Context: an optimization exercise on an open-source flow, tuned for small area, a short achievable clock period and few clock cycles per item. The choices shown serve that exercise and are no tape-out recipe.
RTL that was checked went through simulation tests only; none was proved equivalent to the original.
For runs 2 to 6, only the layout was checked, not whether the RTL still works.

## flow/design.v (module list and top-level ports; edited modules follow where they fit)
// module lsu_addsat: 14 lines
// module lsu_clamp: 12 lines
// module lsu_addclamp: 26 lines
// module lsu_mulb: 2160 lines
// module lsu_bs: 3 lines
// module lsu_fa: 4 lines
// module lsu_ha: 4 lines
// module lsu_add33: 91 lines
// module lsu_add36: 100 lines
// module lsu_add64: 328 lines
// module loop_slot_unit: 279 lines
module loop_slot_unit (
    input  wire        clk,
    input  wire        rst,
    input  wire        in_valid,
    output wire        in_ready,
    input  wire [2:0]  typ,
    input  wire [3:0]  fmt,
    input  wire        lim_src,
    input  wire [7:0]  signs,
    input  wire        hold,
    input  wire        start,
    input  wire [31:0] a,
    input  wire [31:0] b,
    input  wire [31:0] c,
    input  wire [31:0] d,
    input  wire [31:0] p0,
    input  wire [31:0] p1,
    input  wire [31:0] p2,
    input  wire [31:0] p3,
    input  wire [31:0] p4,
    input  wire [31:0] p5,
    input  wire [15:0] p6,
    input  wire [31:0] st_out,
    input  wire [31:0] st_i,
    input  wire [7:0]  gov_gap,
    input  wire [7:0]  gov_win,
    output reg         out_valid,
    output reg  [31:0] out,
    output reg  [31:0] aux,
    output reg  [5:0]  flags
);
  // ...
==> flow/flow/run.sh <==
#!/bin/bash
# The standard layout (the standard.sh: standard synthesis, floorplan, placement,
# CTS, routing) with these changes to how it is made; the constraints
# (constraint.sdc) are the design's:
# - every port still gets a buffer, but the smallest one (buf_1) to start with;
# - ORFS's timing repair is asked to keep 34.5 ns of setup slack at the design's
#   44 ns clock, so that it sizes and buffers every path longer than 9.5 ns
#   (including those port buffers), with gate cloning off and sizing free to
#   change a cell's footprint.
# make's full output goes to standard.log here; ORFS keeps each step's log under orfs/logs.
set -euo pipefail
bash standard.sh SETUP_SLACK_MARGIN=34.5 SKIP_GATE_CLONING=1 MATCH_CELL_FOOTPRINT=0 \
    "BUFFER_PORTS_ARGS=-buffer_cell sky130_fd_sc_hd__buf_1" finish > standard.log 2>&1
==> flow/standard.sh <==
#!/bin/bash
# synth_recipe.tcl (not shown) runs the flow's synth.tcl, then flattens the netlist and writes it again
# the make line also repeats each setting of config.mk as NAME=value (left out here)
make -C /OpenROAD-flow-scripts/flow DESIGN_CONFIG=/design/flow/config.mk WORK_HOME=/design/flow/orfs CLKGATE_MAP_FILE= SYNTH_SCRIPT=/design/flow/synth_recipe.tcl "${@:-finish}"
==> flow/config.mk <==
export PLATFORM = sky130hd
export DESIGN_NAME = loop_slot_unit
export DESIGN_NICKNAME = loop_slot_unit
export VERILOG_FILES = /design/flow/design.v
export SDC_FILE = /design/flow/constraint.sdc
export NUM_CORES = 4
export LEC_CHECK = 0
export CAP_MARGIN = 20
export CELL_PAD_IN_SITES_DETAIL_PLACEMENT = 2
export CELL_PAD_IN_SITES_GLOBAL_PLACEMENT = 2
export CORE_MARGIN = 2
export CORE_UTILIZATION = 25
export SLEW_MARGIN = 20
export SYNTH_HIERARCHICAL = 1
export SYNTH_MINIMUM_KEEP_SIZE = 0
==> flow/constraint.sdc <==
create_clock -name core_clock -period 44.0 [get_ports {clk}]
set_input_delay 8.8000 -clock core_clock [delete_from_list [all_inputs] [get_ports {clk}]]
set_output_delay 8.8000 -clock core_clock [all_outputs]
set_load 0.01 [all_outputs]
==> key figures, run 1 <==
Floorplanning
  • I/O pin total: ~500

STA
  • Fmax: 98.3 MHz

Setup path
  • Largest stage delay, worst path: 370 ps
  • CP arrival: 1370 ps
  • FF-to-FF setup slack: 34870 ps
  • CP Class: flip-flop to output pin
  • Crit path launch: out[7]
  • CP required: 35200 ps
  • Crit-path slowest cell: dfxtp_4
  • Levels on crit path: 1

Global route
  • First-pass GRT wire length: 633000 um

Layout
  • Layout net count: between 10k and 15k
  • Number of inserted diodes: 22

Run status
  • Outcome: timing/DRC/antenna clean

Placement
  • GPL Wtd Cong: about 0.93
  • Post-DP HPWL: 357000 um
  • Placed Area: a little over 90000 um2

Routing
  • DRT iter0 DRCs: around 6.2k
  • Per-cell routed wire length: 32.4 um

Clocking
  • Post-CTS sizing: 249

Synthesis
  • Cells after Synth: 8976
Testbench counts, summed over its fixed seeds: cycles 37,310, items 32,000.
==> module loop_slot_unit, before the edit <==
module loop_slot_unit (
    input  wire        clk,
    input  wire        rst,
    input  wire        in_valid,
    output wire        in_ready,
    input  wire [2:0]  typ,
    input  wire [3:0]  fmt,
    input  wire        lim_src,
    input  wire [7:0]  signs,
    input  wire        hold,
    input  wire        start,
    input  wire [31:0] a,
    input  wire [31:0] b,
    input  wire [31:0] c,
    input  wire [31:0] d,
    input  wire [31:0] p0,
    input  wire [31:0] p1,
    input  wire [31:0] p2,
    input  wire [31:0] p3,
    input  wire [31:0] p4,
    input  wire [31:0] p5,
    input  wire [15:0] p6,
    input  wire [31:0] st_out,
    input  wire [31:0] st_i,
    input  wire [7:0]  gov_gap,
    input  wire [7:0]  gov_win,
    output reg         out_valid,
    output reg  [31:0] out,
    output reg  [31:0] aux,
    output reg  [5:0]  flags
);
    localparam T_BAND = 3'd1, T_PI = 3'd2, T_RAMP = 3'd3,
               T_LIMIT = 3'd4, T_SUM = 3'd5, T_SCALE = 3'd6;
    localparam F_AOV = 0, F_LIM = 1, F_INT = 2, F_RATE = 3, F_GOV = 4, F_ORDER = 5;
    localparam M_PASS = 3'd0, M_BAND = 3'd1, M_RAMP = 3'd2, M_SCALE = 3'd3,
               M_PI0 = 3'd4, M_PI1 = 3'd5;
    reg         rdy, rdy_o;       
    assign in_ready = rdy_o;
    wire        acc   = in_valid & rdy;
    wire        acc_o = in_valid & rdy_o;
    wire        gov_in = (gov_gap < p6[7:0]) | (gov_win >= p6[15:8]);
    wire [7:0]  gap_in = (gov_gap == 8'hff) ? 8'hff : gov_gap + 8'd1;
    reg         v0;
    reg  [2:0]  t0;
    reg  [3:0]  f0;
    reg         ls0, h0, s0;
    reg  [7:0]  sg0, gap0;
    reg         gov0;
    reg  [31:0] a0, b0, c0, d0, k0, k1, k2, k3, k4, k5, so0, si0;
    always @(posedge clk) begin
        if (rst) begin
            rdy   <= 1'b1;
            rdy_o <= 1'b1;
            v0    <= 1'b0;
        end else begin
            rdy   <= ~(acc & (typ == T_PI));
            rdy_o <= ~(acc_o & (typ == T_PI));
            v0  <= acc | (v0 & ~rdy);
        end
        if (rdy) begin
            t0 <= typ; f0 <= fmt; a0 <= a; b0 <= b; k0 <= p0; k4 <= p4; k5 <= p5;
        end
        ls0 <= lim_src; h0 <= hold; s0 <= start; sg0 <= signs;
        c0 <= c; d0 <= d; k1 <= p1; k2 <= p2; k3 <= p3;
        so0 <= st_out; si0 <= st_i; gov0 <= gov_in; gap0 <= gap_in;
    end
    wire is_band  = t0 == T_BAND;
    wire is_pi    = t0 == T_PI;
    wire is_ramp  = t0 == T_RAMP;
    wire is_limit = t0 == T_LIMIT;
    wire is_sum   = t0 == T_SUM;
    wire is_scale = t0 == T_SCALE;
    wire pi0 = is_pi & ~rdy;      
    wire pi1 = is_pi & rdy;       
    wire [31:0] e;
    wire        e_ov;
    lsu_addsat #(.SUB(1)) u_err (.x(a0), .y(b0), .s(e), .ov(e_ov));
    wire [1:0] sc_sel = (f0[1] & f0[2] & ~f0[0]) ? 2'd0 :              
                        ((f0[1] ^ f0[2]) ? (f0[0] ? 2'd2 : 2'd1) :      
                         (f0[1] ? 2'd1 : (f0[0] ? 2'd3 : 2'd2)));       
    wire [1:0]  m_sel = pi0 ? (f0[3] ? 2'd1 : 2'd2) :
                        pi1 ? (f0[2] ? 2'd1 : 2'd2) : sc_sel;
    wire [31:0] s_inc, s_dec;
    wire        s_inc_ov, s_dec_ov;
    lsu_addsat           u_inc (.x(so0), .y(is_band ? k2 : k0), .s(s_inc), .ov(s_inc_ov));
    lsu_addsat #(.SUB(1)) u_dec (.x(so0), .y(is_band ? k2 : k1), .s(s_dec), .ov(s_dec_ov));
    wire        band_up = $signed(e) > $signed(k0);
    wire [32:0] band_dns = {e[31], e} + {k1[31], k1};
    wire        band_dn = band_dns[32];
    wire [31:0] lim_lo0 = ls0 ? b0 : k0;
    wire [31:0] lim_hi0 = ls0 ? c0 : k1;
    wire        lim_order = $signed(lim_lo0) > $signed(lim_hi0);
    wire [32:0] lim_mid2;
    wire        lim_co;
    lsu_add33 u_mid (.x({lim_lo0[31], lim_lo0}), .y({lim_hi0[31], lim_hi0}), .ci(1'b0),
                     .s(lim_mid2), .co(lim_co));
    wire [31:0] lim_mid   = lim_mid2[32:1];
    wire [31:0] cl_x  = is_pi ? so0 : (is_ramp & s0) ? b0 : a0;
    wire [31:0] cl_lo = is_pi ? k5 : is_ramp ? k2 : lim_lo0;
    wire [31:0] cl_hi = is_pi ? k4 : is_ramp ? k3 : lim_hi0;
    wire        cl_below = $signed(cl_x) < $signed(cl_lo);
    wire        cl_above = $signed(cl_x) > $signed(cl_hi);
    wire [31:0] cl_y   = cl_below ? cl_lo : (cl_above ? cl_hi : cl_x);
    wire        cl_act = cl_below | cl_above;
    wire        lim_ord  = is_limit & lim_order;
    wire [31:0] lim_out  = lim_ord ? lim_mid : cl_y;
    wire        lim_act  = lim_ord ? (a0 != lim_mid) : cl_act;
    wire [35:0] sa = {{4{a0[31]}}, a0};
    wire [35:0] sb = {{4{b0[31]}}, b0};
    wire [35:0] sc = {{4{c0[31]}}, c0};
    wire [35:0] sd = {{4{d0[31]}}, d0};
    wire [35:0] ta = (sg0[1:0] == 2'b01) ? sa : (sg0[1:0] == 2'b10) ? ~sa : 36'd0;
    wire [35:0] tb = (sg0[3:2] == 2'b01) ? sb : (sg0[3:2] == 2'b10) ? ~sb : 36'd0;
    wire [35:0] tc = (sg0[5:4] == 2'b01) ? sc : (sg0[5:4] == 2'b10) ? ~sc : 36'd0;
    wire [35:0] td = (sg0[7:6] == 2'b01) ? sd : (sg0[7:6] == 2'b10) ? ~sd : 36'd0;
    wire [35:0] t0s = {{4{k0[31]}}, k0};
    wire [35:0] s1 = t0s ^ ta ^ tb;
    wire [35:0] c1 = {(t0s[34:0] & ta[34:0]) | (t0s[34:0] & tb[34:0]) | (ta[34:0] & tb[34:0]),
                      sg0[1:0] == 2'b10};
    wire [35:0] s2 = tc ^ td ^ s1;
    wire [35:0] c2 = {(tc[34:0] & td[34:0]) | (tc[34:0] & s1[34:0]) | (td[34:0] & s1[34:0]),
                      sg0[3:2] == 2'b10};
    wire [35:0] s3 = c1 ^ c2 ^ s2;
    wire [35:0] c3 = {(c1[34:0] & c2[34:0]) | (c1[34:0] & s2[34:0]) | (c2[34:0] & s2[34:0]),
                      sg0[5:4] == 2'b10};
    wire [35:0] sum_acc;
    wire        sum_co;
    lsu_add36 u_sum (.x(s3), .y(c3), .ci(sg0[7:6] == 2'b10), .s(sum_acc), .co(sum_co));
    wire        sum_pos_ov = ~sum_acc[35] & (|sum_acc[34:31]);
    wire        sum_neg_ov =  sum_acc[35] & ~(&sum_acc[34:31]);
    wire [31:0] sum_out = sum_pos_ov ? 32'h7fff_ffff :
                          sum_neg_ov ? 32'h8000_0000 : sum_acc[31:0];
    reg         v1;
    reg  [2:0]  md1;
    reg  [1:0]  sel1;
    reg  [31:0] x1, k1r, w1, lo1, hi1;
    reg  [7:0]  gap1;
    reg  [5:0]  fl1;
    reg         up1, dn1, h1, gov1, eov1, iov1, dov1, st1, ge1, le1;
    always @(posedge clk) begin
        if (rst) v1 <= 1'b0;
        else     v1 <= v0 & ~pi0;
        md1  <= pi0 ? M_PI0 : pi1 ? M_PI1 : is_scale ? M_SCALE :
                is_band ? M_BAND : is_ramp ? M_RAMP : M_PASS;
        sel1 <= m_sel;
        x1   <= is_band ? s_inc : is_ramp ? cl_y : is_limit ? lim_out :
                is_sum ? sum_out : is_scale ? a0 : is_pi ? e : 32'd0;
        k1r  <= (is_band | is_ramp) ? so0 : pi0 ? k1 : k0;
        w1   <= is_band ? s_dec : is_scale ? k1 : si0;
        lo1  <= is_band ? k3 : is_ramp ? s_dec : pi0 ? k2 : k4;
        hi1  <= is_band ? k4 : is_ramp ? s_inc : pi0 ? k3 : k5;
        gap1 <= gap0;
        fl1  <= is_limit ? {lim_order, 3'd0, lim_act, 1'b0} :
                is_sum ? {5'd0, sum_pos_ov | sum_neg_ov} :
                is_ramp ? {4'd0, cl_act, 1'b0} : 6'd0;
        up1  <= band_up | is_ramp;
        dn1  <= band_dn;
        h1   <= h0;
        gov1 <= gov0;
        eov1 <= e_ov;
        iov1 <= s_inc_ov;
        dov1 <= s_dec_ov;
        st1  <= s0;
        ge1  <= ~cl_below;      
        le1  <= ~cl_above;      
    end
    wire md1_band = md1 == M_BAND;
    wire md1_ramp = md1 == M_RAMP;
    wire md1_mul  = (md1 == M_SCALE) | (md1 == M_PI0) | (md1 == M_PI1);
    wire [63:0] m_p;
    lsu_mulb u_mul (.x(x1), .k(k1r),
                    .rnd({sel1 == 2'd3, sel1 == 2'd2, sel1 == 2'd1, sel1 == 2'd0}),
                    .p(m_p));
    wire        band_try  = (up1 | dn1) & ~h1;
    wire [31:0] band_cand = up1 ? x1 : w1;
    wire        band_cov  = up1 ? iov1 : dov1;
    wire        b_below = $signed(band_cand) < $signed(lo1);
    wire        b_above = $signed(band_cand) > $signed(hi1);
    wire [31:0] b_cl    = b_below ? lo1 : (b_above ? hi1 : band_cand);
    wire        b_act   = b_below | b_above;
    wire band_noop   = b_cl == k1r;
    wire band_change = band_try & ~band_noop & ~gov1;
    wire [31:0] band_out = band_change ? b_cl : k1r;
    wire [8:0]  band_aux = {band_change, band_change ? 8'd1 : gap1};
    wire [5:0]  band_fl  = {1'b0, band_try & ~band_noop & gov1, 2'b00,
                            band_try & b_act, eov1 | (band_try & band_cov)};
    wire ramp_rise = $signed(x1) > $signed(k1r);
    wire ramp_fall = $signed(x1) < $signed(k1r);
    wire ramp_up_short = b_above;      
    wire ramp_dn_short = b_below;      
    reg [31:0] ramp_out;
    reg        ramp_rate, ramp_aov;
    always @* begin
        ramp_out  = x1;
        ramp_rate = 1'b0;
        ramp_aov  = 1'b0;
        if (st1) begin
            ramp_out = x1;
        end else if (ramp_rise) begin
            ramp_out  = ramp_up_short ? hi1 : x1;
            ramp_rate = ramp_up_short;
            ramp_aov  = iov1;
        end else if (ramp_fall) begin
            ramp_out  = ramp_dn_short ? lo1 : x1;
            ramp_rate = ramp_dn_short;
            ramp_aov  = dov1;
        end else begin
            ramp_out = k1r;
        end
    end
    reg         v2;
    reg  [2:0]  md2;
    reg  [1:0]  sel2;
    reg  [63:0] pr2;
    reg  [31:0] w2, lo2, hi2;
    reg  [5:0]  fl2;
    reg         h2, eov2, ge2, le2;
    always @(posedge clk) begin
        if (rst) v2 <= 1'b0;
        else     v2 <= v1;
        md2  <= md1;
        sel2 <= sel1;
        pr2  <= md1_mul ? m_p :
                md1_band ? {23'd0, band_aux, band_out} :
                md1_ramp ? {x1, ramp_out} : {32'd0, x1};
        fl2  <= md1_band ? band_fl :
                md1_ramp ? {2'b00, ramp_rate, 1'b0, fl1[F_LIM], ramp_aov} : fl1;
        w2   <= w1;
        lo2  <= lo1;
        hi2  <= hi1;
        h2   <= h1;
        eov2 <= eov1;
        ge2  <= ge1;
        le2  <= le1;
    end
    reg  [63:0] q64;
    always @* begin
        case (sel2)
            2'd0:    q64 = {{2{pr2[63]}},  pr2[63:2]};
            2'd1:    q64 = {{16{pr2[63]}}, pr2[63:16]};
            2'd2:    q64 = {{30{pr2[63]}}, pr2[63:30]};
            default: q64 = {{44{pr2[63]}}, pr2[63:44]};
        endcase
    end
    wire        q_ov = ~((&q64[63:31]) | ~(|q64[63:31]));
    wire [31:0] q    = q_ov ? (q64[63] ? 32'h8000_0000 : 32'h7fff_ffff) : q64[31:0];
    wire md2_pi0   = md2 == M_PI0;
    wire md2_pi1   = md2 == M_PI1;
    wire md2_scale = md2 == M_SCALE;
    wire windup = md2_pi0 & ((ge2 & ~q[31] & (|q)) | (le2 & q[31]));
    wire [31:0] s3_sum, s3_z;
    wire        s3_ov, s3_act;
    reg  [31:0] i3;
    reg         int3, aov3;
    lsu_addclamp u_s3 (.x(q), .y(md2_pi1 ? i3 : w2), .wu(windup), .lo(lo2), .hi(hi2),
                       .s(s3_sum), .z(s3_z), .ov(s3_ov), .act(s3_act));
    always @(posedge clk) begin
        i3   <= h2 ? w2 : s3_z;
        int3 <= ~h2 & (windup | s3_act);
        aov3 <= eov2 | (~h2 & (q_ov | s3_ov));
    end
    always @(posedge clk) begin
        if (rst) out_valid <= 1'b0;
        else     out_valid <= v2;
        if (md2_pi1) begin
            out   <= s3_z;
            aux   <= i3;
            flags <= {3'd0, int3, s3_act, aov3 | q_ov | s3_ov};
        end else if (md2_scale) begin
            out   <= s3_sum;
            aux   <= 32'd0;
            flags <= {5'd0, q_ov | s3_ov};
        end else begin
            out   <= pr2[31:0];
            aux   <= pr2[63:32];
            flags <= fl2;
        end
    end
endmodule
==> inputs of run 2 (changes only) <==
--- a/flow/design.v
+++ b/flow/design.v
@@ -2780,6 +2780,3 @@
     assign in_ready = rdy_o;
-    wire        acc   = in_valid & rdy;
-    wire        acc_o = in_valid & rdy_o;
-    wire        gov_in = (gov_gap < p6[7:0]) | (gov_win >= p6[15:8]);
-    wire [7:0]  gap_in = (gov_gap == 8'hff) ? 8'hff : gov_gap + 8'd1;
+    wire        acc = in_valid & rdy;
     reg         v0;
@@ -2788,5 +2785,5 @@
     reg         ls0, h0, s0;
-    reg  [7:0]  sg0, gap0;
-    reg         gov0;
+    reg  [7:0]  sg0, gg0, gw0;
     reg  [31:0] a0, b0, c0, d0, k0, k1, k2, k3, k4, k5, so0, si0;
+    reg  [15:0] k6;
     always @(posedge clk) begin
@@ -2798,3 +2795,3 @@
             rdy   <= ~(acc & (typ == T_PI));
-            rdy_o <= ~(acc_o & (typ == T_PI));
+            rdy_o <= ~(acc & (typ == T_PI));
             v0  <= acc | (v0 & ~rdy);
@@ -2805,4 +2802,4 @@
         ls0 <= lim_src; h0 <= hold; s0 <= start; sg0 <= signs;
-        c0 <= c; d0 <= d; k1 <= p1; k2 <= p2; k3 <= p3;
-        so0 <= st_out; si0 <= st_i; gov0 <= gov_in; gap0 <= gap_in;
+        c0 <= c; d0 <= d; k1 <= p1; k2 <= p2; k3 <= p3; k6 <= p6;
+        so0 <= st_out; si0 <= st_i; gg0 <= gov_gap; gw0 <= gov_win;
     end
@@ -2831,2 +2828,4 @@
     wire        band_dn = band_dns[32];
+    wire        band_gov = (gg0 < k6[7:0]) | (gw0 >= k6[15:8]);
+    wire [7:0]  band_gap = (gg0 == 8'hff) ? 8'hff : gg0 + 8'd1;
     wire [31:0] lim_lo0 = ls0 ? b0 : k0;
@@ -2839,9 +2838,8 @@
     wire [31:0] lim_mid   = lim_mid2[32:1];
-    wire [31:0] cl_x  = is_pi ? so0 : (is_ramp & s0) ? b0 : a0;
-    wire [31:0] cl_lo = is_pi ? k5 : is_ramp ? k2 : lim_lo0;
-    wire [31:0] cl_hi = is_pi ? k4 : is_ramp ? k3 : lim_hi0;
-    wire        cl_below = $signed(cl_x) < $signed(cl_lo);
-    wire        cl_above = $signed(cl_x) > $signed(cl_hi);
-    wire [31:0] cl_y   = cl_below ? cl_lo : (cl_above ? cl_hi : cl_x);
-    wire        cl_act = cl_below | cl_above;
+    wire [31:0] cl_x  = (is_ramp & s0) ? b0 : a0;
+    wire [31:0] cl_lo = is_ramp ? k2 : lim_lo0;
+    wire [31:0] cl_hi = is_ramp ? k3 : lim_hi0;
+    wire [31:0] cl_y;
+    wire        cl_act;
+    lsu_clamp u_cl (.x(cl_x), .lo(cl_lo), .hi(cl_hi), .y(cl_y), .act(cl_act));
     wire        lim_ord  = is_limit & lim_order;
@@ -2893,3 +2891,3 @@
         hi1  <= is_band ? k4 : is_ramp ? s_inc : pi0 ? k3 : k5;
-        gap1 <= gap0;
+        gap1 <= band_gap;
         fl1  <= is_limit ? {lim_order, 3'd0, lim_act, 1'b0} :
@@ -2900,3 +2898,3 @@
         h1   <= h0;
-        gov1 <= gov0;
+        gov1 <= band_gov;
         eov1 <= e_ov;
@@ -2905,4 +2903,4 @@
         st1  <= s0;
-        ge1  <= ~cl_below;      
-        le1  <= ~cl_above;      
+        ge1  <= $signed(so0) >= $signed(k5);
+        le1  <= $signed(so0) <= $signed(k4);
     end
@@ -2994,18 +2992,14 @@
     wire        s3_ov, s3_act;
-    reg  [31:0] i3;
-    reg         int3, aov3;
-    lsu_addclamp u_s3 (.x(q), .y(md2_pi1 ? i3 : w2), .wu(windup), .lo(lo2), .hi(hi2),
+    lsu_addclamp u_s3 (.x(q), .y(md2_pi1 ? aux : w2), .wu(windup), .lo(lo2), .hi(hi2),
                        .s(s3_sum), .z(s3_z), .ov(s3_ov), .act(s3_act));
     always @(posedge clk) begin
-        i3   <= h2 ? w2 : s3_z;
-        int3 <= ~h2 & (windup | s3_act);
-        aov3 <= eov2 | (~h2 & (q_ov | s3_ov));
-    end
-    always @(posedge clk) begin
         if (rst) out_valid <= 1'b0;
         else     out_valid <= v2;
-        if (md2_pi1) begin
+        if (md2_pi0) begin
+            aux   <= h2 ? w2 : s3_z;
+            flags <= {3'd0, ~h2 & (windup | s3_act), 1'b0,
+                      eov2 | (~h2 & (q_ov | s3_ov))};
+        end else if (md2_pi1) begin
             out   <= s3_z;
-            aux   <= i3;
-            flags <= {3'd0, int3, s3_act, aov3 | q_ov | s3_ov};
+            flags <= {3'd0, flags[F_INT], s3_act, flags[F_AOV] | q_ov | s3_ov};
         end else if (md2_scale) begin
==> flow/run.sh (new file) <==
#!/bin/bash
# synth_recipe.tcl (not shown) runs the flow's synth.tcl, then flattens the netlist and writes it again
# the make line also repeats each setting of config.mk as NAME=value (left out here)
make -C /OpenROAD-flow-scripts/flow DESIGN_CONFIG=/design/flow/config.mk WORK_HOME=/design/flow/orfs CLKGATE_MAP_FILE= SYNTH_SCRIPT=/design/flow/synth_recipe.tcl finish
removed: flow/flow/run.sh
removed: flow/standard.sh
==> run 2 against run 1 <==
Net effect:
- worst hold slack better by 11 ps
- highest routed layer unchanged
- sequential cell count is 12 lower
- via count is 3.5% higher
==> key figures, run 2 <==
Layout
  • Largest Register: pr2
  • Layout cells sized above 1: 8.48%
  • Max FFs per register: 64
  • Synth-to-Final Area Change: 16.5%
  • Final instance count without filler cells: 14.4k
  • Design Area, Final: ~100000 um2
  • Layout net count: 11.6k (+3.7%)
  • Most frequent cells in the layout: inv_1, nand2_1, ha_1, fa_1, a21oi_1
  • Commonest non-fill, non-tap cell in the layout: inv_1

Synthesis
  • Avg Cell Area, Syn: 9.24 um2
  • Cells after Synth: 9320 (+3.8%)
  • Syn. warnings: 7
  • Post-synthesis cell area: 86100 um2

Floorplanning
  • Die span in y: 591 um
  • Row count: 215
  • Initial Util: 25.1%
  • Die area: approximately 350000 um2
  • Die Wd: 591 um
  • I/O pin total: 509 (unchanged)
  • Core area: 343000 um2

Placement
  • Post-DP HPWL: 380000 um (+6.3%)
  • GPL Wtd Cong: 0.960 (+3.0%)
  • Placed Area: 96400 um2 (+5.5%)
  • Dpl cells: 14.2k
  • Port bufs: 508

Clocking
  • Hold Buf Count CTS: 0
  • Post-CTS sizing: 0 (-100%)
  • CTS Buf Count: 112
  • Clock transition at the registers of the reported paths: around 60 ps
  • CTS max path bufs: 4
  • CTS tree: built
  • Worst-Skew Late Latency: 920 ps
  • Clock tree sinks: slightly below 900
  • Setup Buffers After CTS: 0
  • Clock Root Buffer: clkbuf_16
  • Htree depth: 3

Routing
  • Final ANT Viol Nets: 0
  • DRT iter0 DRCs: 6464 (+4.2%)
  • Per-cell routed wire length: 33.3 um (+2.8%)
  • DRC: 0
  • Vias/cell: 5.42
  • Router iterations before antenna repair: 6
  • Via count: 78.1k
  • DRT Wirelength: 480000 um

STA
  • Final slew viol count: 0
  • Final hold vios: 0
  • RSZ-0062 raised after global routing: false
  • Fin Clk Skew: 98.1 ps
  • Fmax: 93.4 MHz (-5.1%)
  • Clock period minus worst slack: 10710 ps
  • Finish-stage setup viols: 0
  • Slew margin rel.: between 10% and 20%
  • Setup TNS: 0 ps
  • Worst slew pin tran: 1240 ps
  • Period Utilization, post-route: about 24%

Setup path
  • CP delay by family, top: buffers and inverters
  • Largest stage delay, worst path: 580 ps (+210 ps)
  • CP required: 35200 ps (about the same)
  • Worst path bufs/invs: 1
  • Crit path cell chain: clkdlybuf4s50_1
  • Setup crit end kind: output pin
  • CP arrival: 1910 ps (+540 ps)
  • Crit-path slowest cell: clkdlybuf4s50_1
  • CP Class: flip-flop to output pin
  • CP max FO: 5
  • Startpoint types: flip-flop

Min path
  • HP Class: flip-flop to flip-flop

Run status
  • Outcome: timing/DRC/antenna clean

Global route
  • GR Layer Usage met1: between 30% and 40%
  • Largest net degree at the start of global routing: 135
  • Grt peak-use layer: met2
  • Grt met3 use: 3.46%
  • GRT Total Usage: 26.8%
  • Initial antenna violation count: between 50 and 60
  • Met2 Use GR: 41.0%
  • First-pass GRT wire length: 667000 um (+5.3%)
  • Global route total overflow: 0
  • Vias in the first global route: 84.1k

Run
  • MaxCap Viol Count: 0
run 2: worst paths after layout:
check                           startpoint  cells past startpoint  slack [ps]       end
worst max register to register     sel2[1]                     29       34580   aux[17]
worst min register to register         le1                      0         330       le2
worst max-delay path                 rdy_o                      1       33290  in_ready
worst min-delay path                   le1                      0         330       le2
run 2: cell type report:
type	count	area, um2
Antenna cell	29	72.6
Clock buffer	145	3210
Clock inverter	61	686
Fill cell	38200	243000
Inverter	1038	3900
Multi-Input combinational cell	7013	60300
Sequential cell	869	19800
Tap cell	4557	5700
Timing Repair Buffer	719	6690
run 2: worst reg2reg max path: cells and delay by family (launching register included):
family | cells | cell delay (ps)
compound gates | 12 | 3030
simple gates | 8 | 2580
buf+inv | 6 | 1860
flops | 1 | 1000
fa+ha+maj | 2 | 740
mux | 1 | 120
run 2: metal layers:
layer | vias up | share of wire (%)
met4 | 4 | 6.4
met2 | 3004 | 43
met3 | 782 | 5.8
li1 | 33400 | -
met5 | - | 0.0054
met1 | 40900 | 45
run 2: through the flow:
stage | setup WS, ps | hold WS [ps] | utilization [%]
4_1_cts | 33210 | 330 | 29.2
6_report | 33290 | 328 | 29.2
3_3_place_gp | 34080 | 318 | 28.1
2_1_floorplan | 31090 | 310 | -
5_1_grt | 33240 | 345 | 29.2
3_5_place_dp | 34120 | 316 | 28.1
==> inputs of run 3 (changes only) <==
--- a/flow/config.mk
+++ b/flow/config.mk
@@ -11,3 +11,3 @@
 export CORE_MARGIN = 2
-export CORE_UTILIZATION = 25
+export CORE_UTILIZATION = 45
 export SLEW_MARGIN = 20
==> run 3 against run 2 <==
Net effect:
- first-iteration DRC count rose by 50%
- setup slack got worse by 330 ps
- synthesized cell count did not move
==> key figures, run 3 <==
Placement
  • GPL Wtd Cong: 1.04 (+8.2%)
  • Placed Area: 93700 um2 (-2.8%)
  • Post-DP HPWL: 369000 um (-2.8%)
  • Port bufs: 508 (unchanged)
  • Dpl ws: 33740 ps (-387 ps)

STA
  • Slew margin rel.: 12.5% (-4.1 points)
  • Fmax: 90.6 MHz (-3.0%)
  • Fin Clk Skew: 77.3 ps (-20.8 ps)
  • Final hold vios: 0 (unchanged)
  • RSZ-0062 raised after global routing: false
  • Period Utilization, post-route: 25.1% (+0.76 points)
  • Worst slew pin tran: 1310 ps (+64.1 ps)
  • Setup TNS: 0 ps (unchanged)
  • Clock period minus worst slack: 11040 ps (+332 ps)
  • Setup slack after layout: 32960 ps (-332 ps)
  • Final slew viol count: 0 (unchanged)
  • Finish-stage setup viols: 0 (unchanged)

Clocking
  • Hold Buf Count CTS: 0 (unchanged)
  • Post-CTS sizing: 0 (unchanged)
  • Clock tree sinks: 869 (unchanged)
  • Worst-Skew Late Latency: 840 ps (-80 ps)
  • CTS Buf Count: 98 (-13%)
  • CTS tree: built
  • Htree depth: 3 (unchanged)
  • Setup Buffers After CTS: 0 (unchanged)
  • Clock transition at the registers of the reported paths: 60 ps (about the same)
  • Clock Root Buffer: clkbuf_16
  • CTS max path bufs: 3 (-1)

Global route
  • Met2 Use GR: 78.5% (+37 points)
  • GRT Total Usage: 50.6% (+24 points)
  • Largest net degree at the start of global routing: 97 (-28%)
  • GR Layer Usage met1: 56.1% (+20 points)
  • Grt peak-use layer: met2
  • Vias in the first global route: 94.1k (+12%)
  • Initial antenna violation count: 70 (+30%)
  • Global route total overflow: 0 (unchanged)
  • Grt met3 use: 16.0% (+13 points)
  • First-pass GRT wire length: 706000 um (+5.9%)

Routing
  • DRT Wirelength: 504000 um (+4.9%)
  • DRT iter0 DRCs: 9670 (+50%)
  • DRC: 0 (unchanged)
  • Per-cell routed wire length: 40.7 um (+22%)
  • Vias/cell: 7.01 (+29%)
  • Via count: 86.7k (+11%)
  • Final ANT Viol Nets: 0 (unchanged)
  • Router iterations before antenna repair: 6 (unchanged)

Setup path
  • Crit path cell chain: clkdlybuf4s50_1
  • Reg-to-reg startpoint: sel2[0]
  • CP required: 35200 ps (about the same)
  • Startpoint types: flip-flop
  • Largest stage delay, worst path: 760 ps (+180 ps)
  • Reg-to-Reg End: aux[7]
  • FF-to-FF setup slack: 33380 ps (-1200 ps)
  • CP delay by family, top: flip-flops
  • CP arrival: 2240 ps (+330 ps)
  • CP max FO: 26 (+21)
  • Worst path bufs/invs: 1 (unchanged)
  • Crit-path slowest cell: dfxtp_4
  • Reg2Reg Depth: 34 (+17%)
  • Setup crit end kind: output pin
  • CP Class: flip-flop to output pin

Layout
  • Design Area, Final: 97300 um2 (-3.0%)
  • Max FFs per register: 64 (unchanged)
  • Most frequent cells in the layout: inv_1, nand2_1, ha_1, fa_1, a21oi_1
  • Final core occ: 51.2% (+22 points)
  • Largest Register: pr2
  • Layout net count: 11.6k (-0.21%)
  • Layout cells sized above 1: 7.96% (-0.52 points)
  • Filler Cell Count: 19.9k (-48%)
  • Commonest non-fill, non-tap cell in the layout: inv_1
  • Synth-to-Final Area Change: 13.0%

Floorplanning
  • Die Wd: 441 um (-25%)
  • Die span in y: 441 um (-25%)
  • Core area: 190000 um2 (-45%)
  • Row count: 160 (-26%)
  • Die area: 195000 um2 (-44%)
  • Initial Util: 45.3% (+20 points)
  • I/O pin total: 509 (unchanged)

Run
  • MaxCap Viol Count: 0 (unchanged)

Synthesis
  • Avg Cell Area, Syn: 9.24 um2 (unchanged)
  • Post-synthesis cell area: 86100 um2 (unchanged)
  • Syn. warnings: 7 (unchanged)
  • Cells after Synth: 9320 (unchanged)

Min path
  • HP Class: flip-flop to flip-flop
  • Worst min-delay path startpoint: h0
  • Hold path endpoint: h1
  • Cells on Worst Hold Path: 0 (unchanged)

Run status
  • Outcome: timing/DRC/antenna clean
## run 3: cell types whose count changed in the layout (fill, tap and decap cells not counted), sizes merged
cell	delta
clkbuf	-7
inv	-14
bufinv	-3
buf	-10
diode	+15
clkinv	+3
## run 3: cell type report
cell class	count	area, um2	area share (%)
sequential	869	19800	20.3
antenna	44	110	0.113
timing repair buffer	709	6590	6.78
clock inverter	47	584	0.600
clock buffer	138	2930	3.01
multi-input combinational	7013	60300	62.0
inverter	1038	3900	4.00
tap	2511	3140	3.23
## run 3: per-stage QoR
stage	std cells	hold WS, ps
final	12400	332
after global routing	12300	346
after CTS	12300	332
after detailed placement	12100	315
after global placement	12100	311
after floorplan	9340	310
## run 3: worst max-delay path by stage
stage          startpoint        to  cells past startpoint
2_1_floorplan       rdy_o  in_ready                      0
3_3_place_gp          rst     rdy_o                      3
3_5_place_dp          rst     rdy_o                      3
4_1_cts             rdy_o  in_ready                      1
5_1_grt             rdy_o  in_ready                      1
6_report            rdy_o  in_ready                      1
## run 3: metal layers
layer	share of wire [%]	vias to the layer above
met5	0.066	-
met4	11	52
met3	10	2669
met2	44	6533
met1	35	44000
li1	-	33400
==> inputs of run 4 (changes only) <==
==> flow/flow/run.sh (new file) <==
#!/bin/bash
set -euo pipefail
bash standard.sh SETUP_SLACK_MARGIN=34 SKIP_GATE_CLONING=1 finish > standard.log 2>&1
==> flow/standard.sh (new file) <==
#!/bin/bash
# synth_recipe.tcl (not shown) runs the flow's synth.tcl, then flattens the netlist and writes it again
# the make line also repeats each setting of config.mk as NAME=value (left out here)
make -C /OpenROAD-flow-scripts/flow DESIGN_CONFIG=/design/flow/config.mk WORK_HOME=/design/flow/orfs CLKGATE_MAP_FILE= SYNTH_SCRIPT=/design/flow/synth_recipe.tcl "${@:-finish}"
--- a/flow/config.mk
+++ b/flow/config.mk
@@ -11,3 +11,3 @@
 export CORE_MARGIN = 2
-export CORE_UTILIZATION = 45
+export CORE_UTILIZATION = 25
 export SLEW_MARGIN = 20
removed: flow/run.sh
==> run 4 against run 3 <==
Net effect:
- still clean on timing, DRC and antenna
- count of clock-buffer cells in the layout grew 3
- non-clock buffer count grew 40
==> key figures, run 4 <==
Run status
  • Outcome: timing/DRC/antenna clean

Layout
  • Synth-to-Final Area Change: 16.5%
  • Max FFs per register: 64 (unchanged)
  • Layout cells sized above 1: 9.47% (+1.5 points)
  • Final instance count without filler cells: 14.5k (+17%)
  • Multi-input gate area: 60300 um2 (about the same)
  • Layout net count: 11.6k (+0.47%)
  • Commonest non-fill, non-tap cell in the layout: inv_1
  • Seq. cell area: 19800 um2 (+0.24%)
  • Filler Cell Count: 38.1k (+92%)
  • Largest Register: pr2
  • Most frequent cells in the layout: inv_1, nand2_1, ha_1, fa_1, a21oi_1

STA
  • RSZ-0062 raised after global routing: true
  • Final hold vios: 0 (unchanged)
  • Slew margin rel.: 13.2% (+0.78 points)
  • Worst slew pin tran: 1300 ps (-7.28 ps)
  • Setup TNS: 0 ps (unchanged)
  • Final slew viol count: 0 (unchanged)
  • Finish-stage setup viols: 0 (unchanged)
  • Clock period minus worst slack: 10350 ps (-696 ps)
  • Period Utilization, post-route: 23.5% (-1.6 points)
  • Fin Clk Skew: 64.2 ps (-13.1 ps)
  • Fmax: 96.7 MHz (+6.7%)

Setup path
  • Crit-path slowest cell: edfxtp_1
  • Largest stage delay, worst path: 470 ps (-290 ps)
  • CP delay by family, top: flip-flops
  • CP Class: flip-flop to output pin
  • CP required: 35200 ps (about the same)
  • Worst path bufs/invs: 1 (unchanged)
  • Startpoint types: flip-flop
  • FF-to-FF setup slack: 34410 ps (+1030 ps)
  • CP arrival: 1550 ps (-690 ps)
  • Setup crit end kind: output pin
  • CP max FO: 2 (-92%)
  • Crit path cell chain: buf_2

Synthesis
  • Cells after Synth: 9320 (unchanged)
  • Avg Cell Area, Syn: 9.24 um2 (unchanged)
  • Syn. warnings: 7 (unchanged)
  • Post-synthesis cell area: 86100 um2 (unchanged)

Placement
  • GPL Wtd Cong: 0.987 (-5.0%)
  • Port bufs: 508 (unchanged)
  • Post-DP HPWL: 377000 um (+2.2%)
  • Dpl cells: 14.2k (+17%)

Clocking
  • Htree depth: 3 (unchanged)
  • Hold Buf Count CTS: 0 (unchanged)
  • CTS max path bufs: 4 (+1)
  • CTS tree: built
  • Clock transition at the registers of the reported paths: 70 ps (about the same)
  • Worst-Skew Late Latency: 890 ps (+50 ps)
  • Clock Root Buffer: clkbuf_16
  • Clock tree sinks: 869 (unchanged)
  • CTS Buf Count: 112 (+14%)

Routing
  • Router iterations before antenna repair: 6 (unchanged)
  • Vias/cell: 5.40 (-23%)
  • DRT iter0 DRCs: 6140 (-37%)
  • DRC: 0 (unchanged)
  • DRT Wirelength: 478000 um (-5.2%)
  • Via count: 78.1k (-9.9%)
  • Final ANT Viol Nets: 0 (unchanged)
  • Per-cell routed wire length: 33.1 um (-19%)

Global route
  • Global route total overflow: 0 (unchanged)
  • GRT Total Usage: 26.7% (-24 points)
  • Largest net degree at the start of global routing: 130 (+34%)
  • Vias in the first global route: 84.7k (-10%)
  • Initial antenna violation count: 54 (-23%)
  • First-pass GRT wire length: 666000 um (-5.7%)

Floorplanning
  • Core area: 343000 um2 (+80%)
  • I/O pin total: 509 (unchanged)
  • Die area: 349000 um2 (+79%)
  • Die Wd: 591 um (+34%)
  • Row count: 215 (+34%)
  • Initial Util: 25.1% (-20 points)
  • Die span in y: 591 um (+34%)

Min path
  • HP Class: flip-flop to flip-flop

Run
  • MaxCap Viol Count: 0 (unchanged)
## run 4: through the flow
step | hold WS [ps] | instance area, um2 | util (%) | setup slack (ps)
after detailed placement | 313 | 96400 | 28.1 | 33630
after global routing | 338 | 100000 | 29.2 | 33610
after global placement | 312 | 96300 | 28.1 | 33660
final | 325 | 100000 | 29.2 | 33650
after CTS | 328 | 100000 | 29.2 | 33610
after floorplan | 310 | 86200 | - | 33740
## run 4: layout make-up
cell class                      count  share of cell area (%)
Tap cell                         4557                    5.68
Inverter                         1038                    3.88
Timing Repair Buffer              749                    6.68
Clock inverter                     66                   0.736
Sequential cell                   869                    19.7
Clock buffer                      141                    3.14
Multi-Input combinational cell   7013                    60.1
Antenna cell                       28                  0.0698
## run 4: worst paths after layout
| path | startpoint | end | cells after the start |
|---|---|---|---|
| worst max-delay path | aux[19] | aux[19] | 1 |
| worst min-delay path | h0 | h1 | 0 |
| worst max register to register | k1r[11] | pr2[52] | 22 |
| worst min register to register | h0 | h1 | 0 |
## run 4: metal layers
layer,global-route usage (%),vias to the layer above,wire length (um)
met5,0,-,28
met4,13.7,4,28500
met3,3.77,742,27800
met2,41.2,2922,207000
met1,36.3,40900,215000
li1,-,33500,-
## run 4: repair_timing
item                                   CTS  global route
endpoints found under the hold margin    0             0
gates resized for setup                294            18
setup buffers                           25             9
setup endpoints to repair               72            72
gates cloned                             0             0
==> module lsu_addclamp, before the edit <==
module lsu_addclamp (
    input  wire [31:0] x,
    input  wire [31:0] y,
    input  wire        wu,
    input  wire [31:0] lo,
    input  wire [31:0] hi,
    output wire [31:0] s,
    output wire [31:0] z,
    output wire        ov,
    output wire        act
);
    lsu_addsat u_add (.x(x), .y(y), .s(s), .ov(ov));
    wire [31:0] xw = wu ? 32'd0 : x;
    wire [33:0] xe = {{2{xw[31]}}, xw};
    wire [33:0] ye = {{2{y[31]}}, y};
    wire [33:0] le = {{2{lo[31]}}, lo};
    wire [33:0] he = {{2{hi[31]}}, hi};
    wire [33:0] dlo = xe + ye - le;           
    wire [33:0] dhi = he - xe - ye;           
    wire        pos_ov = ~wu & ov & ~s[31];
    wire        neg_ov = ~wu & ov &  s[31];
    wire below = dlo[33] & ~(neg_ov & (lo == 32'h8000_0000));
    wire above = dhi[33] & ~(pos_ov & (hi == 32'h7fff_ffff));
    assign z   = below ? lo : (above ? hi : (wu ? y : s));
    assign act = below | above;
endmodule
==> inputs of run 5 (changes only) <==
--- a/flow/design.v
+++ b/flow/design.v
@@ -29,6 +29,4 @@
     input  wire [31:0] y,
-    input  wire        wu,
     input  wire [31:0] lo,
     input  wire [31:0] hi,
-    output wire [31:0] s,
     output wire [31:0] z,
@@ -37,5 +35,5 @@
 );
+    wire [31:0] s;
     lsu_addsat u_add (.x(x), .y(y), .s(s), .ov(ov));
-    wire [31:0] xw = wu ? 32'd0 : x;
-    wire [33:0] xe = {{2{xw[31]}}, xw};
+    wire [33:0] xe = {{2{x[31]}}, x};
     wire [33:0] ye = {{2{y[31]}}, y};
@@ -45,7 +43,7 @@
     wire [33:0] dhi = he - xe - ye;           
-    wire        pos_ov = ~wu & ov & ~s[31];
-    wire        neg_ov = ~wu & ov &  s[31];
+    wire        pos_ov = ov & ~s[31];
+    wire        neg_ov = ov &  s[31];
     wire below = dlo[33] & ~(neg_ov & (lo == 32'h8000_0000));
     wire above = dhi[33] & ~(pos_ov & (hi == 32'h7fff_ffff));
-    assign z   = below ? lo : (above ? hi : (wu ? y : s));
+    assign z   = below ? lo : (above ? hi : s);
     assign act = below | above;
@@ -2888,5 +2886,5 @@
         k1r  <= (is_band | is_ramp) ? so0 : pi0 ? k1 : k0;
-        w1   <= is_band ? s_dec : is_scale ? k1 : si0;
+        w1   <= is_band ? s_dec : is_ramp ? s_inc : is_scale ? k1 : si0;
         lo1  <= is_band ? k3 : is_ramp ? s_dec : pi0 ? k2 : k4;
-        hi1  <= is_band ? k4 : is_ramp ? s_inc : pi0 ? k3 : k5;
+        hi1  <= is_band ? k4 : pi0 ? k3 : k5;
         gap1 <= band_gap;
@@ -2895,3 +2893,3 @@
                 is_ramp ? {4'd0, cl_act, 1'b0} : 6'd0;
-        up1  <= band_up | is_ramp;
+        up1  <= band_up;
         dn1  <= band_dn;
@@ -2916,6 +2914,5 @@
     wire        band_cov  = up1 ? iov1 : dov1;
-    wire        b_below = $signed(band_cand) < $signed(lo1);
-    wire        b_above = $signed(band_cand) > $signed(hi1);
-    wire [31:0] b_cl    = b_below ? lo1 : (b_above ? hi1 : band_cand);
-    wire        b_act   = b_below | b_above;
+    wire [31:0] b_cl;
+    wire        b_act;
+    lsu_clamp u_bcl (.x(band_cand), .lo(lo1), .hi(hi1), .y(b_cl), .act(b_act));
     wire band_noop   = b_cl == k1r;
@@ -2928,4 +2925,4 @@
     wire ramp_fall = $signed(x1) < $signed(k1r);
-    wire ramp_up_short = b_above;      
-    wire ramp_dn_short = b_below;      
+    wire ramp_up_short = $signed(w1) < $signed(x1);
+    wire ramp_dn_short = $signed(lo1) > $signed(x1);
     reg [31:0] ramp_out;
@@ -2939,3 +2936,3 @@
         end else if (ramp_rise) begin
-            ramp_out  = ramp_up_short ? hi1 : x1;
+            ramp_out  = ramp_up_short ? w1 : x1;
             ramp_rate = ramp_up_short;
@@ -2986,2 +2983,5 @@
     wire [31:0] q    = q_ov ? (q64[63] ? 32'h8000_0000 : 32'h7fff_ffff) : q64[31:0];
+    wire [31:0] s3_sum;
+    wire        s3_ov;
+    lsu_addsat u_s3add (.x(q), .y(w2), .s(s3_sum), .ov(s3_ov));
     wire md2_pi0   = md2 == M_PI0;
@@ -2989,25 +2989,46 @@
     wire md2_scale = md2 == M_SCALE;
-    wire windup = md2_pi0 & ((ge2 & ~q[31] & (|q)) | (le2 & q[31]));
-    wire [31:0] s3_sum, s3_z;
-    wire        s3_ov, s3_act;
-    lsu_addclamp u_s3 (.x(q), .y(md2_pi1 ? aux : w2), .wu(windup), .lo(lo2), .hi(hi2),
-                       .s(s3_sum), .z(s3_z), .ov(s3_ov), .act(s3_act));
+    reg         v3;
+    reg  [2:0]  md3;
+    reg  [31:0] x3, y3, lo3, hi3;
+    reg  [5:0]  fl3;
+    reg         h3, kpos3, kneg3, ge3, le3;
+    always @(posedge clk) begin
+        if (rst) v3 <= 1'b0;
+        else     v3 <= v2;
+        md3 <= md2;
+        x3  <= (md2_pi0 | md2_scale) ? s3_sum : md2_pi1 ? q : pr2[31:0];
+        y3  <= md2_pi0 ? w2 : md2_scale ? 32'd0 : pr2[63:32];
+        fl3 <= md2_pi0 ? {5'd0, eov2 | (~h2 & (q_ov | s3_ov))} :
+               md2_pi1 ? {5'd0, q_ov} :
+               md2_scale ? {5'd0, q_ov | s3_ov} : fl2;
+        lo3   <= lo2;
+        hi3   <= hi2;
+        h3    <= h2;
+        kpos3 <= ~q[31] & (|q);
+        kneg3 <= q[31];
+        ge3   <= ge2;
+        le3   <= le2;
+    end
+    wire m_pi0 = md3 == M_PI0;
+    wire m_pi1 = md3 == M_PI1;
+    wire windup = (ge3 & kpos3) | (le3 & kneg3);
+    wire [31:0] s4_x = (m_pi0 & windup) ? y3 : x3;
+    wire [31:0] s4_y = m_pi1 ? aux : 32'd0;
+    wire [31:0] s4_z;
+    wire        s4_ov, s4_act;
+    lsu_addclamp u_s4 (.x(s4_x), .y(s4_y), .lo(lo3), .hi(hi3),
+                       .z(s4_z), .ov(s4_ov), .act(s4_act));
     always @(posedge clk) begin
         if (rst) out_valid <= 1'b0;
-        else     out_valid <= v2;
-        if (md2_pi0) begin
-            aux   <= h2 ? w2 : s3_z;
-            flags <= {3'd0, ~h2 & (windup | s3_act), 1'b0,
-                      eov2 | (~h2 & (q_ov | s3_ov))};
-        end else if (md2_pi1) begin
-            out   <= s3_z;
-            flags <= {3'd0, flags[F_INT], s3_act, flags[F_AOV] | q_ov | s3_ov};
-        end else if (md2_scale) begin
-            out   <= s3_sum;
-            aux   <= 32'd0;
-            flags <= {5'd0, q_ov | s3_ov};
+        else     out_valid <= v3;
+        if (m_pi0) begin
+            aux   <= h3 ? y3 : s4_z;
+            flags <= {3'd0, ~h3 & (windup | s4_act), 1'b0, fl3[F_AOV]};
+        end else if (m_pi1) begin
+            out   <= s4_z;
+            flags <= {3'd0, flags[F_INT], s4_act, flags[F_AOV] | fl3[F_AOV] | s4_ov};
         end else begin
-            out   <= pr2[31:0];
-            aux   <= pr2[63:32];
-            flags <= fl2;
+            out   <= x3;
+            aux   <= y3;
+            flags <= fl3;
         end
==> flow/run.sh (new file) <==
#!/bin/bash
# synth_recipe.tcl (not shown) runs the flow's synth.tcl, then flattens the netlist and writes it again
# the make line also repeats each setting of config.mk as NAME=value (left out here)
make -C /OpenROAD-flow-scripts/flow DESIGN_CONFIG=/design/flow/config.mk WORK_HOME=/design/flow/orfs CLKGATE_MAP_FILE= SYNTH_SCRIPT=/design/flow/synth_recipe.tcl finish
removed: flow/flow/run.sh
removed: flow/standard.sh
==> run 5 against run 4 <==
Net effect:
- die area rose by 7.4%
- critical path depth did not move
- largest cell class unchanged
==> key figures, run 5 <==
Layout
  • Final core occ: 29.2% (about the same)
  • Layout cells sized above 1: 8.53% (-0.93 points)
  • Most frequent cells in the layout: inv_1, nand2_1, ha_1, dfxtp_1, fa_1
  • Final instance count without filler cells: 15.5k (+7.2%)
  • Layout net count: 12.4k (+6.5%)
  • Max FFs per register: 64 (unchanged)
  • Largest Register: pr2
  • Commonest non-fill, non-tap cell in the layout: inv_1
  • Synth-to-Final Area Change: 16.5% (about the same)

Clocking
  • Post-CTS sizing: 0 (-100%)
  • Clock tree sinks: 1011 (+16%)
  • Htree depth: 4 (+1)
  • CTS tree: built
  • Worst-Skew Late Latency: 890 ps (about the same)
  • Clock transition at the registers of the reported paths: 60 ps (about the same)
  • Hold Buf Count CTS: 0 (unchanged)
  • CTS Buf Count: 135 (+21%)
  • Clock Root Buffer: clkbuf_16
  • Setup Buffers After CTS: 0 (-100%)
  • CTS max path bufs: 4 (unchanged)

Setup path
  • Setup crit end kind: output pin
  • CP delay by family, top: buffers and inverters
  • Largest stage delay, worst path: 580 ps (+110 ps)
  • Crit path cell chain: clkdlybuf4s50_1
  • CP arrival: 1920 ps (+370 ps)
  • Crit-path slowest cell: clkdlybuf4s50_1
  • Startpoint types: flip-flop
  • CP Class: flip-flop to output pin
  • Worst path bufs/invs: 1 (unchanged)
  • CP required: 35200 ps (about the same)
  • CP max FO: 6 (+4)

STA
  • Clock period minus worst slack: 10720 ps (+374 ps)
  • Slew margin rel.: 20.6% (+7.3 points)
  • RSZ-0062 raised after global routing: false
  • Finish-stage setup viols: 0 (unchanged)
  • Setup slack after layout: 33280 ps (-374 ps)
  • Setup TNS: 0 ps (unchanged)
  • Final slew viol count: 0 (unchanged)
  • Final hold vios: 0 (unchanged)
  • Period Utilization, post-route: 24.4% (+0.85 points)
  • Fmax: 93.3 MHz (-3.5%)
  • Worst slew pin tran: 1190 ps (-112 ps)
  • Fin Clk Skew: 74.7 ps (+10.5 ps)

Run
  • MaxCap Viol Count: 0 (unchanged)

Placement
  • Dpl ws: 34070 ps (+441 ps)
  • Port bufs: 508 (unchanged)
  • Dpl cells: 15.2k (+7.4%)
  • GPL Wtd Cong: 0.952 (-3.5%)
  • Post-DP HPWL: 391000 um (+3.7%)

Synthesis
  • Post-synthesis cell area: 92500 um2 (+7.5%)
  • Avg Cell Area, Syn: 9.27 um2 (+0.32%)
  • Cells after Synth: 9984 (+7.1%)
  • Syn. warnings: 7 (unchanged)

Global route
  • Initial antenna violation count: 44 (-19%)
  • Largest net degree at the start of global routing: 93 (-28%)
  • First-pass GRT wire length: 696000 um (+4.6%)
  • Global route total overflow: 0 (unchanged)
  • GRT Total Usage: 25.9% (-0.77 points)
  • Vias in the first global route: 90.5k (+6.9%)

Routing
  • Per-cell routed wire length: 32.1 um (-2.9%)
  • DRC: 0 (unchanged)
  • Final ANT Viol Nets: 0 (unchanged)
  • DRT Wirelength: 498000 um (+4.1%)
  • Via count: 82.5k (+5.6%)
  • Router iterations before antenna repair: 6 (unchanged)
  • DRT iter0 DRCs: 5944 (-3.2%)
  • Vias/cell: 5.32 (-1.5%)

Min path
  • HP Class: flip-flop to flip-flop

Floorplanning
  • Die span in y: 612 um (+3.6%)
  • Die Wd: 612 um (+3.6%)
  • Row count: 223 (+3.7%)
  • Die area: 375000 um2 (+7.4%)
  • Core area: 369000 um2 (+7.5%)
  • Initial Util: 25.1% (about the same)
  • I/O pin total: 509 (unchanged)

Run status
  • Outcome: timing/DRC/antenna clean
[run 5: cell count changes in the layout (fill, tap and decap cells not counted), sizes merged, moves of 38 or more]
cell | previous run | this run
dfxtp | 637 | 779
nor2 | 443 | 562
nand2 | 749 | 847
ha | 708 | 803
buf | 313 | 219
inv | 1058 | 1151
a31oi | 182 | 255
clkdlybuf4s50 | 436 | 508
o22ai | 76 | 13
nand3 | 87 | 133
mux2i | 155 | 115
a211oi | 58 | 97
clkbuf | 141 | 179
[run 5: final timing paths]
kind                            startpoint  endpoint  slack (ps)  cells after the start
worst max-delay path                 rdy_o  in_ready       33280                      1
worst min-delay path               lo2[23]   lo3[23]         320                      0
worst max register to register     k1r[11]   pr2[62]       34900                     22
worst min register to register     lo2[23]   lo3[23]         320                      0
[run 5: worst reg2reg max path, stage by stage (launching register included)]
cell and delay [ps]:
dfxtp_2 500, buf_4 750, nand3b_1 340, o21ai_4 70, buf_4 360, a22o_1 320, xor2_1 200, fa_1 490
fa_1 430, fa_1 550, fa_1 460, fa_1 530, fa_1 480, ha_1 430, nand4_1 220, nor3_1 810
and3_1 480, o21ai_0 460, a21boi_1 500, o22ai_1 140, xnor2_1 270, nand2_1 80, o21ai_0 140
[run 5: metal layers]
layer / wire [um] / GRT usage [%]
met5: 57 / 0
met4: 33500 / 15.0
met3: 28100 / 4.05
met2: 225000 / 41.8
met1: 211000 / 32.8
[run 5: stage by stage]
stage	hold WS [ps]	cell area [um2]
6_report	322	108000
5_1_grt	332	108000
4_1_cts	319	108000
3_5_place_dp	315	103000
3_3_place_gp	315	103000
2_1_floorplan	310	92600
[run 5: cell type report]
| cell class | count | area, um2 |
|---|---|---|
| Sequential cell | 1011 | 22600 |
| Fill cell | 41100 | 261000 |
| Antenna cell | 15 | 37.5 |
| Tap cell | 4950 | 6190 |
| Clock inverter | 64 | 758 |
| Multi-Input combinational cell | 7423 | 63300 |
| Inverter | 1132 | 4250 |
| Timing Repair Buffer | 727 | 6770 |
| Clock buffer | 179 | 3840 |
==> inputs of run 6 (changes only) <==
--- a/flow/config.mk
+++ b/flow/config.mk
@@ -11,3 +11,4 @@
 export CORE_MARGIN = 2
-export CORE_UTILIZATION = 25
+export CORE_UTILIZATION = 40
+export CTS_BUF_LIST = sky130_fd_sc_hd__clkbuf_8
 export SLEW_MARGIN = 20
==> run 6 against run 5 <==
Net effect:
- global-route usage up 13 points
- fmax shrank 3.1%
- critical path depth did not move
- critical path type unchanged
- highest routed layer unchanged
==> key figures, run 6 <==
Setup path
  • Setup crit end kind: output pin
  • Largest stage delay, worst path: 650 ps (+70 ps)
  • Crit-path slowest cell: clkdlybuf4s50_1
  • Reg2Reg Depth: 22 (unchanged)
  • Worst path bufs/invs: 1 (unchanged)
  • CP Class: flip-flop to output pin
  • Levels on crit path: 1 (unchanged)
  • Startpoint types: flip-flop
  • Crit path cell chain: clkdlybuf4s50_1
  • CP required: 35200 ps (about the same)
  • CP arrival: 2270 ps (+350 ps)
  • CP delay by family, top: buffers and inverters
  • CP max FO: 24 (+18)

STA
  • Period Utilization, post-route: 25.2% (+0.79 points)
  • Setup TNS: 0 ps (unchanged)
  • Final hold vios: 0 (unchanged)
  • Fin Clk Skew: 65.6 ps (-9.17 ps)
  • Slew margin rel.: 19.7% (-0.82 points)
  • Fmax: 90.3 MHz (-3.1%)
  • Final slew viol count: 0 (unchanged)
  • RSZ-0062 raised after global routing: false
  • Clock period minus worst slack: 11070 ps (+349 ps)
  • Finish-stage setup viols: 0 (unchanged)
  • Worst slew pin tran: 1200 ps (+10.9 ps)

Global route
  • Largest net degree at the start of global routing: 82 (-12%)
  • GRT Total Usage: 39.0% (+13 points)
  • Global route total overflow: 0 (unchanged)
  • Vias in the first global route: 92.1k (+1.7%)
  • First-pass GRT wire length: 667000 um (-4.1%)
  • Initial antenna violation count: 40 (-9.1%)

Clocking
  • Setup Buffers After CTS: 0 (unchanged)
  • Hold Buf Count CTS: 0 (unchanged)
  • CTS Buf Count: 179 (+33%)
  • CTS tree: built
  • Clock transition at the registers of the reported paths: 60 ps (about the same)
  • Clock tree sinks: 1011 (unchanged)
  • Worst-Skew Late Latency: 1010 ps (+120 ps)
  • CTS max path bufs: 3 (-1)
  • Post-CTS sizing: 0 (unchanged)
  • Clock Root Buffer: clkbuf_8
  • Htree depth: 4 (unchanged)

Floorplanning
  • Initial Util: 40.2% (+15 points)
  • Die Wd: 485 um (-21%)
  • Core area: 230000 um2 (-38%)
  • Die span in y: 485 um (-21%)
  • I/O pin total: 509 (unchanged)
  • Row count: 176 (-21%)
  • Die area: 235000 um2 (-37%)

Run
  • MaxCap Viol Count: 0 (unchanged)

Layout
  • Max FFs per register: 64 (unchanged)
  • Layout cells sized above 1: 8.99% (+0.45 points)
  • Commonest non-fill, non-tap cell in the layout: inv_1
  • Final core occ: 45.5% (+16 points)
  • Most frequent cells in the layout: inv_1, nand2_1, ha_1, dfxtp_1, fa_1
  • Seq. cell area: 22600 um2 (about the same)
  • Synth-to-Final Area Change: 13.1%
  • Filler Cell Count: 24.7k (-40%)
  • Layout net count: 12.4k (+0.29%)
  • Multi-input gate area: 63300 um2 (about the same)
  • Largest Register: pr2

Synthesis
  • Syn. warnings: 7 (unchanged)
  • Cells after Synth: 9984 (unchanged)
  • Post-synthesis cell area: 92500 um2 (unchanged)
  • Avg Cell Area, Syn: 9.27 um2 (unchanged)

Placement
  • Port bufs: 508 (unchanged)
  • GPL Wtd Cong: 0.984 (+3.4%)
  • Post-DP HPWL: 365000 um (-6.8%)

Routing
  • DRT Wirelength: 470000 um (-5.5%)
  • Vias/cell: 6.19 (+16%)
  • DRC: 0 (unchanged)
  • Met2 WL: 215000 um (-4.7%)
  • DRT iter0 DRCs: 7232 (+22%)
  • Per-cell routed wire length: 34.4 um (+7.2%)
  • Router iterations before antenna repair: 6 (unchanged)
  • Via count: 84.6k (+2.5%)
  • M1 WL: 192000 um (-8.7%)
  • Max layer used: met5
  • Routed met3 length: 30900 um (+10%)
  • Final ANT Viol Nets: 0 (unchanged)

Min path
  • HP Class: flip-flop to flip-flop
  • Cells on Worst Hold Path: 0 (unchanged)

Run status
  • Outcome: timing/DRC/antenna clean
run 6: final cells by class:
class	count	area share [%]
Timing Repair Buffer	719	6.37
Tap cell	3026	3.62
Multi-Input combinational cell	7423	60.5
Sequential cell	1011	21.6
Inverter	1132	4.06
Antenna cell	11	0.0263
Clock buffer	204	2.68
Clock inverter	128	1.11
run 6: worst paths after layout:
path                            startpoint        to  slack, ps
worst max-delay path                 rdy_o  in_ready      32930
worst min-delay path               lo2[20]   lo3[20]        290
worst max register to register      k1r[5]   pr2[50]      34320
worst min register to register     lo2[20]   lo3[20]        290
run 6: routing by layer:
metal / track usage [%] / vias up
li1: - / 35800
met1: 49.4 / 44100
met4: 22.8 / 4
met3: 6.04 / 1006
met5: 0 / -
met2: 63.1 / 3620
run 6: per-stage QoR:
stage | instances | instance area (um2) | worst slack, ps | hold WS (ps)
floorplan | 10000 | 92600 | 31190 | 310
global placement | 13300 | 101000 | 33930 | 311
detailed placement | 13300 | 101000 | 33910 | 314
CTS | 13600 | 105000 | 32830 | 269
global route | 13600 | 105000 | 32810 | 273
finish | 13700 | 105000 | 32930 | 294

[afterwards: timing with drivers on the ports]
Ports are ideal in the flow. The routed layouts listed here were re-timed in OpenROAD.
Step 1, drivers: a clkbuf_16 drives clk and a buf_2 each remaining input, both assumed.
Step 2, shift: input delay + t, output delay - t, t = (earliest + latest rising clock arrival at the registers) / 2. This alone moves slack from input paths to output paths.
Three values: ideal ports, drivers, drivers and shift; two values: the first two.
run	shift t [ns]	setup WS [ns]	worst hold slack (ns)	worst data-port slew with drivers (ns)	pins driven straight from the clock port
run 1	0.982	33.832 / 33.718 / 33.316	0.317 / 0.317 / 0.317	0.08	1
run 2	0.985	33.290 / 33.177 / 34.094	0.328 / 0.328 / 0.328	0.12	1
run 3	0.905	32.957 / 32.854 / 33.378	0.332 / 0.332 / 0.332	0.10	1
run 4	0.971	33.654 / 33.540 / 34.067	0.325 / 0.325 / 0.325	0.13	1
run 5	0.959	33.280 / 33.173 / 34.094	0.322 / 0.322 / 0.322	0.09	1
run 6	1.085	32.932 / 32.830 / 33.914	0.294 / 0.294 / 0.294	0.08	1
After both steps every run listed still meets setup and hold. The setup slack of run 1, which loses most, moves by -0.114 ns with the drivers and by -0.516 ns with both steps.
